What follows belongs to an exercise in optimizing a design on an open flow for small area, a short achievable clock period and few clock cycles; a production flow would make more cautious choices.
RTL that was checked went through simulation tests only; none was proved equivalent to the original.

==> build 76 <==
==> flow/design.v <==
module skc_evidence_hash (
    input  wire         clk,
    input  wire         rst,             
    input  wire         gen_valid,
    output wire         gen_ready,
    input  wire [15:0]  gen_stream_id,
    input  wire [63:0]  gen_sequence,
    input  wire         in_valid,
    output wire         in_ready,
    input  wire [63:0]  in_data,
    input  wire         in_last,
    output reg          out_valid,
    output wire [255:0] out_chain
);
    function [31:0] rotr(input [31:0] x, input integer n);
        rotr = (x >> n) | (x << (32 - n));
    endfunction
    function [31:0] bsig0(input [31:0] x);
        bsig0 = rotr(x, 2) ^ rotr(x, 13) ^ rotr(x, 22);
    endfunction
    function [31:0] bsig1(input [31:0] x);
        bsig1 = rotr(x, 6) ^ rotr(x, 11) ^ rotr(x, 25);
    endfunction
    function [31:0] ssig0(input [31:0] x);
        ssig0 = rotr(x, 7) ^ rotr(x, 18) ^ (x >> 3);
    endfunction
    function [31:0] ssig1(input [31:0] x);
        ssig1 = rotr(x, 17) ^ rotr(x, 19) ^ (x >> 10);
    endfunction
    function [31:0] iv(input [2:0] i);
        case (i)
            3'd0: iv = 32'h6a09e667;  3'd1: iv = 32'hbb67ae85;
            3'd2: iv = 32'h3c6ef372;  3'd3: iv = 32'ha54ff53a;
            3'd4: iv = 32'h510e527f;  3'd5: iv = 32'h9b05688c;
            3'd6: iv = 32'h1f83d9ab;  default: iv = 32'h5be0cd19;
        endcase
    endfunction
    function [63:0] csa(input [31:0] x, input [31:0] y, input [31:0] z);
        csa = {((x & y) | (x & z) | (y & z)) << 1, x ^ y ^ z};
    endfunction
    function [31:0] bswap(input [31:0] x);
        bswap = {x[7:0], x[15:8], x[23:16], x[31:24]};
    endfunction
    localparam [2:0] S_LOAD  = 3'd0,    
                     S_LOADG = 3'd1,    
                     S_LOADD = 3'd2,    
                     S_RUN   = 3'd3,    
                     S_BND   = 3'd4;    
    localparam [2:0] K_SEG  = 3'd0,     
                     K_SEGL = 3'd1,     
                     K_CH1  = 3'd2,     
                     K_CH2  = 3'd3,     
                     K_GEN  = 3'd4;     
    reg [2:0]  st;
    reg [2:0]  kind;          
    reg        fin;           
    reg [5:0]  rnd;           
    reg [3:0]  ins;           
    reg        half;          
    reg        dd;            
    reg        pd;            
    reg        lastblk;       
    reg [12:0] nwords;        
    reg [31:0] w [0:15];      
    reg [31:0] hv [0:7];      
    reg [31:0] chain [0:7];   
    reg [31:0] va, vb, vc, vd, ve, vf, vg;
    reg [31:0] p;             
    reg [31:0] kr;            
    integer i;
    wire [5:0] kidx = (st == S_BND) ? 6'd1 :
                      (st == S_RUN && rnd != 6'd63) ? rnd + 6'd2 : 6'd0;
    reg [31:0] k_n;
    always @(*) begin
        case (kidx)
            6'd0:  k_n = 32'h428a2f98;  6'd1:  k_n = 32'h71374491;
            6'd2:  k_n = 32'hb5c0fbcf;  6'd3:  k_n = 32'he9b5dba5;
            6'd4:  k_n = 32'h3956c25b;  6'd5:  k_n = 32'h59f111f1;
            6'd6:  k_n = 32'h923f82a4;  6'd7:  k_n = 32'hab1c5ed5;
            6'd8:  k_n = 32'hd807aa98;  6'd9:  k_n = 32'h12835b01;
            6'd10: k_n = 32'h243185be;  6'd11: k_n = 32'h550c7dc3;
            6'd12: k_n = 32'h72be5d74;  6'd13: k_n = 32'h80deb1fe;
            6'd14: k_n = 32'h9bdc06a7;  6'd15: k_n = 32'hc19bf174;
            6'd16: k_n = 32'he49b69c1;  6'd17: k_n = 32'hefbe4786;
            6'd18: k_n = 32'h0fc19dc6;  6'd19: k_n = 32'h240ca1cc;
            6'd20: k_n = 32'h2de92c6f;  6'd21: k_n = 32'h4a7484aa;
            6'd22: k_n = 32'h5cb0a9dc;  6'd23: k_n = 32'h76f988da;
            6'd24: k_n = 32'h983e5152;  6'd25: k_n = 32'ha831c66d;
            6'd26: k_n = 32'hb00327c8;  6'd27: k_n = 32'hbf597fc7;
            6'd28: k_n = 32'hc6e00bf3;  6'd29: k_n = 32'hd5a79147;
            6'd30: k_n = 32'h06ca6351;  6'd31: k_n = 32'h14292967;
            6'd32: k_n = 32'h27b70a85;  6'd33: k_n = 32'h2e1b2138;
            6'd34: k_n = 32'h4d2c6dfc;  6'd35: k_n = 32'h53380d13;
            6'd36: k_n = 32'h650a7354;  6'd37: k_n = 32'h766a0abb;
            6'd38: k_n = 32'h81c2c92e;  6'd39: k_n = 32'h92722c85;
            6'd40: k_n = 32'ha2bfe8a1;  6'd41: k_n = 32'ha81a664b;
            6'd42: k_n = 32'hc24b8b70;  6'd43: k_n = 32'hc76c51a3;
            6'd44: k_n = 32'hd192e819;  6'd45: k_n = 32'hd6990624;
            6'd46: k_n = 32'hf40e3585;  6'd47: k_n = 32'h106aa070;
            6'd48: k_n = 32'h19a4c116;  6'd49: k_n = 32'h1e376c08;
            6'd50: k_n = 32'h2748774c;  6'd51: k_n = 32'h34b0bcb5;
            6'd52: k_n = 32'h391c0cb3;  6'd53: k_n = 32'h4ed8aa4a;
            6'd54: k_n = 32'h5b9cca4f;  6'd55: k_n = 32'h682e6ff3;
            6'd56: k_n = 32'h748f82ee;  6'd57: k_n = 32'h78a5636f;
            6'd58: k_n = 32'h84c87814;  6'd59: k_n = 32'h8cc70208;
            6'd60: k_n = 32'h90befffa;  6'd61: k_n = 32'ha4506ceb;
            6'd62: k_n = 32'hbef9a3f7;  default: k_n = 32'hc67178f2;
        endcase
    end
    wire run  = (st == S_RUN);
    wire bnd  = (st == S_BND);
    wire slot = run && rnd[5:4] == 2'b11;              
    wire start = bnd && (!fin || kind == K_SEG || kind == K_CH1);
    wire prod_on = (st == S_LOAD) || (slot && kind == K_SEG);
    wire prod_ok = dd || in_valid;
    wire stall   = slot && kind == K_SEG && !prod_ok;
    wire adv     = !stall;
    reg [31:0] prod_w;
    always @(*) begin
        if (!dd)
            prod_w = half ? bswap(in_data[63:32]) : bswap(in_data[31:0]);
        else if (!pd)
            prod_w = 32'h80000000;
        else if (ins == 4'd15 && lastblk)
            prod_w = {13'd0, nwords, 6'd0};              
        else
            prod_w = 32'd0;
    end
    wire prod_go = prod_on && prod_ok;
    assign in_ready  = prod_on && !dd && half;
    assign gen_ready = (st == S_LOADG) && (ins == 4'd15);
    reg [31:0] gen_w;
    always @(*) begin
        case (ins)
            4'd0:  gen_w = 32'h534b4556;
            4'd1:  gen_w = {gen_stream_id[7:0], gen_stream_id[15:8], 16'h0000};
            4'd2:  gen_w = bswap(gen_sequence[31:0]);
            4'd3:  gen_w = bswap(gen_sequence[63:32]);
            4'd8:  gen_w = 32'h80000000;
            4'd15: gen_w = 32'd256;
            default: gen_w = 32'd0;
        endcase
    end
    wire [31:0] s1 = bsig1(ve);
    wire [31:0] chf = (ve & vf) ^ (~ve & vg);
    wire [31:0] s0 = bsig0(va);
    wire [31:0] mj = (va & vb) ^ (va & vc) ^ (vb & vc);
    wire [63:0] t1  = csa(s1, chf, p);
    wire [63:0] te  = csa(t1[31:0], t1[63:32], vd);
    wire [63:0] ta1 = csa(t1[31:0], t1[63:32], s0);
    wire [63:0] ta  = csa(ta1[31:0], ta1[63:32], mj);
    wire [31:0] a_rnd = ta[31:0] + ta[63:32];
    wire [31:0] e_rnd = te[31:0] + te[63:32];
    wire [63:0] tw1 = csa(ssig1(w[14]), w[9], ssig0(w[1]));
    wire [63:0] tw  = csa(tw1[31:0], tw1[63:32], w[0]);
    wire [31:0] w_new = tw[31:0] + tw[63:32];
    wire [31:0] px = bnd ? hv[7] : vg;
    wire [63:0] tp   = csa(px, kr, w[0]);
    wire [31:0] p_nx = tp[31:0] + tp[63:32];
    wire [31:0] ha_sel = bnd ? hv[0] : (rnd[1:0] == 2'b01) ? hv[3] :
                         (rnd[1:0] == 2'b10) ? hv[2] : hv[1];
    wire [31:0] he_sel = bnd ? hv[4] : (rnd[1:0] == 2'b01) ? hv[7] :
                         (rnd[1:0] == 2'b10) ? hv[6] : hv[5];
    wire        ff_on  = !(bnd && !fin);
    wire [31:0] ff_a   = ha_sel + (ff_on ? va : 32'd0);
    wire [31:0] ff_e   = he_sel + (ff_on ? ve : 32'd0);
    wire        ff_run = run && adv && (rnd == 6'd61 || rnd == 6'd62 || rnd == 6'd63);
    reg [31:0] w_in;
    always @(*) begin
        w_in = w_new;
        case (st)
            S_LOAD:  w_in = prod_w;
            S_LOADG: w_in = gen_w;
            S_LOADD: w_in = hv[ins[2:0]];
            S_RUN: begin
                if (slot && kind == K_SEG)
                    w_in = prod_w;
                else if (slot && kind == K_SEGL && rnd[3])
                    w_in = chain[rnd[2:0]];
                else if (slot && kind == K_CH1)
                    w_in = (rnd[3:0] == 4'd0)  ? 32'h80000000 :
                           (rnd[3:0] == 4'd15) ? 32'd512 : 32'd0;
            end
            default: w_in = w_new;
        endcase
    end
    wire w_sh = (run && adv) || start || (st == S_LOAD && prod_go) ||
                (st == S_LOADG) || (st == S_LOADD);
    always @(posedge clk) begin
        if (adv) begin
            p  <= p_nx;
            kr <= k_n;
            vd <= bnd ? hv[3] : vc;
            va <= bnd ? ff_a  : a_rnd;
            vb <= bnd ? hv[1] : va;
            vc <= bnd ? hv[2] : vb;
            ve <= bnd ? ff_e  : e_rnd;
            vf <= bnd ? hv[5] : ve;
            vg <= bnd ? hv[6] : vf;
        end
        if (w_sh) begin
            for (i = 0; i < 15; i = i + 1)
                w[i] <= w[i + 1];
            w[15] <= w_in;
        end
        if (st == S_LOAD || st == S_LOADG) begin
            for (i = 0; i < 8; i = i + 1)
                hv[i] <= iv(i[2:0]);
        end else if (st == S_LOADD) begin
            hv[ins[2:0]] <= iv(ins[2:0]);
        end else if (ff_run) begin
            case (rnd[1:0])
                2'b01:   begin hv[3] <= ff_a; hv[7] <= ff_e; end
                2'b10:   begin hv[2] <= ff_a; hv[6] <= ff_e; end
                default: begin hv[1] <= ff_a; hv[5] <= ff_e; end
            endcase
        end else if (bnd && fin) begin
            hv[0] <= ff_a;
            hv[4] <= ff_e;
        end
        if (bnd && fin && (kind == K_CH2 || kind == K_GEN)) begin
            chain[0] <= ff_a;  chain[1] <= hv[1];
            chain[2] <= hv[2]; chain[3] <= hv[3];
            chain[4] <= ff_e;  chain[5] <= hv[5];
            chain[6] <= hv[6]; chain[7] <= hv[7];
        end
    end
    always @(posedge clk) begin
        if (rst) begin
            st        <= S_LOAD;
            rnd       <= 6'd63;
            ins       <= 4'd0;
            half      <= 1'b0;
            dd        <= 1'b0;
            pd        <= 1'b0;
            nwords    <= 13'd0;
            out_valid <= 1'b0;
        end else begin
            out_valid <= 1'b0;
            if (prod_go) begin
                ins <= ins + 4'd1;
                if (!dd) begin
                    half <= !half;
                    if (half) begin
                        nwords <= nwords + 13'd1;
                        if (in_last)
                            dd <= 1'b1;
                    end
                end else if (!pd) begin
                    pd <= 1'b1;
                end
                if (ins == 4'd14)
                    lastblk <= dd && pd;
                if (ins == 4'd15 && lastblk) begin
                    dd     <= 1'b0;
                    pd     <= 1'b0;
                    nwords <= 13'd0;
                end
            end
            case (st)
                S_LOAD: begin
                    if (gen_valid && !dd && ins == 4'd0) begin
                        st <= S_LOADG;
                    end else if (prod_go && ins == 4'd15) begin
                        kind <= lastblk ? K_SEGL : K_SEG;
                        fin  <= 1'b0;
                        st   <= S_BND;
                    end
                end
                S_LOADG: begin
                    ins <= ins + 4'd1;
                    if (ins == 4'd15) begin
                        kind <= K_GEN;
                        fin  <= 1'b0;
                        st   <= S_BND;
                    end
                end
                S_LOADD: begin
                    ins <= ins + 4'd1;
                    if (ins == 4'd15) begin
                        kind <= K_CH1;
                        fin  <= 1'b0;
                        st   <= S_BND;
                    end
                end
                S_RUN: begin
                    if (adv && rnd == 6'd63) begin
                        fin <= 1'b1;
                        st  <= S_BND;
                    end else if (adv) begin
                        rnd <= rnd + 6'd1;
                    end
                end
                default: begin    
                    if (start) begin
                        rnd <= 6'd0;
                        st  <= S_RUN;
                        if (fin)
                            kind <= (kind == K_CH1) ? K_CH2 :
                                    lastblk ? K_SEGL : K_SEG;
                    end else if (kind == K_SEGL) begin
                        ins <= 4'd8;
                        st  <= S_LOADD;
                    end else begin
                        out_valid <= 1'b1;
                        st        <= S_LOAD;
                    end
                end
            endcase
        end
    end
    genvar g;
    generate
        for (g = 0; g < 8; g = g + 1) begin : g_out
            assign out_chain[32*g +: 32] = bswap(chain[g]);
        end
    endgenerate
endmodule
==> flow/run.sh <==
#!/bin/bash
# synth_recipe.tcl (not shown) runs the flow's synth.tcl, then flattens the netlist and writes it again
# the make line also repeats each setting of config.mk as NAME=value (left out here)
make -C /OpenROAD-flow-scripts/flow DESIGN_CONFIG=/design/flow/config.mk WORK_HOME=/design/flow/orfs CLKGATE_MAP_FILE= SYNTH_SCRIPT=/design/flow/synth_recipe.tcl finish
==> flow/config.mk <==
export PLATFORM = sky130hd
export DESIGN_NAME = skc_evidence_hash
export DESIGN_NICKNAME = skc_evidence_hash
export VERILOG_FILES = /design/flow/design.v
export SDC_FILE = /design/flow/constraint.sdc
export NUM_CORES = 4
export LEC_CHECK = 0
export CAP_MARGIN = 20
export CELL_PAD_IN_SITES_DETAIL_PLACEMENT = 1
export CELL_PAD_IN_SITES_GLOBAL_PLACEMENT = 2
export CORE_MARGIN = 2
export CORE_UTILIZATION = 55
export GPL_ROUTABILITY_DRIVEN = 1
export PLACE_DENSITY = 0.65
export SETUP_SLACK_MARGIN = 5
export SLEW_MARGIN = 20
==> flow/constraint.sdc <==
create_clock -name core_clock -period 10.0 [get_ports {clk}]
set_input_delay 2.0000 -clock core_clock [delete_from_list [all_inputs] [get_ports {clk}]]
set_output_delay 2.0000 -clock core_clock [all_outputs]
set_load 0.01 [all_outputs]
==> inputs of trial 70, as changes to build 76 <==
--- a/flow/design.v
+++ b/flow/design.v
@@ -35,9 +35,6 @@
             3'd6: iv = 32'h1f83d9ab;  default: iv = 32'h5be0cd19;
         endcase
     endfunction
-    function [63:0] csa(input [31:0] x, input [31:0] y, input [31:0] z);
-        csa = {((x & y) | (x & z) | (y & z)) << 1, x ^ y ^ z};
-    endfunction
     function [31:0] bswap(input [31:0] x);
         bswap = {x[7:0], x[15:8], x[23:16], x[31:24]};
     endfunction
@@ -64,12 +61,10 @@
     reg [31:0] w [0:15];      
     reg [31:0] hv [0:7];      
     reg [31:0] chain [0:7];   
-    reg [31:0] va, vb, vc, vd, ve, vf, vg;
-    reg [31:0] p;             
-    reg [31:0] kr;            
+    reg [31:0] va, vb, vc, ve, vf, vg;
+    reg [31:0] p, q;          
     integer i;
-    wire [5:0] kidx = (st == S_BND) ? 6'd1 :
-                      (st == S_RUN && rnd != 6'd63) ? rnd + 6'd2 : 6'd0;
+    wire [5:0] kidx = rnd + 6'd1;
     reg [31:0] k_n;
     always @(*) begin
         case (kidx)
@@ -145,18 +140,13 @@
     wire [31:0] chf = (ve & vf) ^ (~ve & vg);
     wire [31:0] s0 = bsig0(va);
     wire [31:0] mj = (va & vb) ^ (va & vc) ^ (vb & vc);
-    wire [63:0] t1  = csa(s1, chf, p);
-    wire [63:0] te  = csa(t1[31:0], t1[63:32], vd);
-    wire [63:0] ta1 = csa(t1[31:0], t1[63:32], s0);
-    wire [63:0] ta  = csa(ta1[31:0], ta1[63:32], mj);
-    wire [31:0] a_rnd = ta[31:0] + ta[63:32];
-    wire [31:0] e_rnd = te[31:0] + te[63:32];
-    wire [63:0] tw1 = csa(ssig1(w[14]), w[9], ssig0(w[1]));
-    wire [63:0] tw  = csa(tw1[31:0], tw1[63:32], w[0]);
-    wire [31:0] w_new = tw[31:0] + tw[63:32];
+    wire [31:0] a_rnd = s1 + chf + p + s0 + mj;
+    wire [31:0] e_rnd = s1 + chf + q;
+    wire [31:0] w_new = ssig1(w[14]) + w[9] + ssig0(w[1]) + w[0];
     wire [31:0] px = bnd ? hv[7] : vg;
-    wire [63:0] tp   = csa(px, kr, w[0]);
-    wire [31:0] p_nx = tp[31:0] + tp[63:32];
+    wire [31:0] qx = bnd ? hv[3] : vc;
+    wire [31:0] p_nx = px + k_n + w[0];
+    wire [31:0] q_nx = qx + px + k_n + w[0];
     wire [31:0] ha_sel = bnd ? hv[0] : (rnd[1:0] == 2'b01) ? hv[3] :
                          (rnd[1:0] == 2'b10) ? hv[2] : hv[1];
     wire [31:0] he_sel = bnd ? hv[4] : (rnd[1:0] == 2'b01) ? hv[7] :
@@ -189,8 +179,7 @@
     always @(posedge clk) begin
         if (adv) begin
             p  <= p_nx;
-            kr <= k_n;
-            vd <= bnd ? hv[3] : vc;
+            q  <= q_nx;
             va <= bnd ? ff_a  : a_rnd;
             vb <= bnd ? hv[1] : va;
             vc <= bnd ? hv[2] : vb;
@@ -259,7 +248,7 @@
             end
             case (st)
                 S_LOAD: begin
-                    if (gen_valid && !dd && ins == 4'd0) begin
+                    if (gen_valid) begin
                         st <= S_LOADG;
                     end else if (prod_go && ins == 4'd15) begin
                         kind <= lastblk ? K_SEGL : K_SEG;
- CORE_UTILIZATION: 55 -> 30
- PLACE_DENSITY: 0.65 -> 0.5
- SETUP_SLACK_MARGIN: 5 -> default
==> inputs of trial 21, as changes to build 76 <==
--- a/flow/design.v
+++ b/flow/design.v
@@ -62,6 +62,7 @@
     reg        lastblk;       
     reg [12:0] nwords;        
     reg [31:0] w [0:15];      
+    reg [31:0] wx;            
     reg [31:0] hv [0:7];      
     reg [31:0] chain [0:7];   
     reg [31:0] va, vb, vc, vd, ve, vf, vg;
@@ -151,17 +152,17 @@
     wire [63:0] ta  = csa(ta1[31:0], ta1[63:32], mj);
     wire [31:0] a_rnd = ta[31:0] + ta[63:32];
     wire [31:0] e_rnd = te[31:0] + te[63:32];
-    wire [63:0] tw1 = csa(ssig1(w[14]), w[9], ssig0(w[1]));
-    wire [63:0] tw  = csa(tw1[31:0], tw1[63:32], w[0]);
-    wire [31:0] w_new = tw[31:0] + tw[63:32];
+    wire [63:0] twx    = csa(w[10], ssig0(w[2]), w[1]);
+    wire [31:0] wx_nx  = twx[31:0] + twx[63:32];
+    wire [31:0] w_new  = ssig1(w[14]) + wx;
     wire [31:0] px = bnd ? hv[7] : vg;
     wire [63:0] tp   = csa(px, kr, w[0]);
     wire [31:0] p_nx = tp[31:0] + tp[63:32];
-    wire [31:0] ha_sel = bnd ? hv[0] : (rnd[1:0] == 2'b01) ? hv[3] :
-                         (rnd[1:0] == 2'b10) ? hv[2] : hv[1];
-    wire [31:0] he_sel = bnd ? hv[4] : (rnd[1:0] == 2'b01) ? hv[7] :
-                         (rnd[1:0] == 2'b10) ? hv[6] : hv[5];
-    wire        ff_on  = !(bnd && !fin);
+    wire        ldd    = (st == S_LOADD);
+    wire [1:0]  hsel   = ldd ? ins[1:0] : bnd ? 2'd0 : ~rnd[1:0] + 2'd1;
+    wire [31:0] ha_sel = hv[{1'b0, hsel}];
+    wire [31:0] he_sel = hv[{1'b1, hsel}];
+    wire        ff_on  = !(bnd && !fin) && !ldd;
     wire [31:0] ff_a   = ha_sel + (ff_on ? va : 32'd0);
     wire [31:0] ff_e   = he_sel + (ff_on ? ve : 32'd0);
     wire        ff_run = run && adv && (rnd == 6'd61 || rnd == 6'd62 || rnd == 6'd63);
@@ -171,7 +172,7 @@
         case (st)
             S_LOAD:  w_in = prod_w;
             S_LOADG: w_in = gen_w;
-            S_LOADD: w_in = hv[ins[2:0]];
+            S_LOADD: w_in = ins[2] ? ff_e : ff_a;
             S_RUN: begin
                 if (slot && kind == K_SEG)
                     w_in = prod_w;
@@ -199,6 +200,7 @@
             vg <= bnd ? hv[6] : vf;
         end
         if (w_sh) begin
+            wx <= wx_nx;
             for (i = 0; i < 15; i = i + 1)
                 w[i] <= w[i + 1];
             w[15] <= w_in;
- CELL_PAD_IN_SITES_DETAIL_PLACEMENT: 1 -> 0
- CELL_PAD_IN_SITES_GLOBAL_PLACEMENT: 2 -> 1
- CORE_UTILIZATION: 55 -> 42
- PLACE_DENSITY: 0.65 -> 0.6
==> results.py <==
metrics = {
    "outcome": {
        "status": "finished clean",
    },
    "place": {
        "hpwlAfterDp_um": 355000,
        "place_area_mm2": 0.0864,
    },
    "synth": {
        "post-synth-top-area-fraction_pct": 49.5,
    },
    "global_route": {
        "grt.total_usage_pct": 33.8,
    },
}
the above is filed under trial 70

==> results.py <==
metrics = {
    "outcome": {
        "firstError": "[ERROR GRT-0232] Routing congestion too high. Check the congestion heatmap in the GUI.",
        "haltStage": "5_1_grt",
        "status": "stopped before the end",
    },
    "global_route": {
        "grt.total_usage_pct": 75.6,
    },
    "synth": {
        "post-synth-top-area-fraction_pct": 52.1,
    },
}
the above is filed under build 76

==> results.py <==
metrics = {
    "place": {
        "hpwlAfterDp_um": 284000,
    },
    "outcome": {
        "status": "finished clean",
    },
    "global_route": {
        "grt_use_met1_pct": 54.8,
    },
    "synth": {
        "post-synth-top-area-fraction_pct": 53.2,
    },
}
the above is filed under trial 21

Testbench counts of build 76, summed over its fixed seeds: cycles 201,783.
Testbench counts of trial 21, summed over its fixed seeds: cycles 201,783.
No functional check of the RTL was part of trial 70.

## separate check: timing with driven ports
The results above use ideal ports. As a check the final layouts listed here were re-extracted and re-timed, cells and wires unchanged.
Step 1 (the two cells are an assumption about what drives the block):
set clk [get_ports {clk}]
set_driving_cell -lib_cell sky130_fd_sc_hd__clkbuf_16 $clk
set_driving_cell -lib_cell sky130_fd_sc_hd__buf_2 [delete_from_list [all_inputs] $clk]
Step 2 moves the port delays by t, midway between the first and last clock arrival at a register: inputs arrive t later, outputs are due t later. That takes back most of the time a late clock gives input paths.
Slacks: ideal ports / drivers / drivers and shift; pairs: ideal ports / drivers.
run	t (ns)	setup slack, ns	worst setup path at the end	slew at the worst register clock pin (ns)	cell pins on the clock port's net
trial 70	0.938	1.335 / 1.335 / 1.335	register to register	0.09 / 0.09	1
trial 21	0.927	4.824 / 4.824 / 4.453	input to register	0.07 / 0.07	1
After both steps every run listed still meets setup and hold. The setup slack of trial 21, which loses most, moves by 0.000 ns with the drivers and by -0.371 ns with both steps.
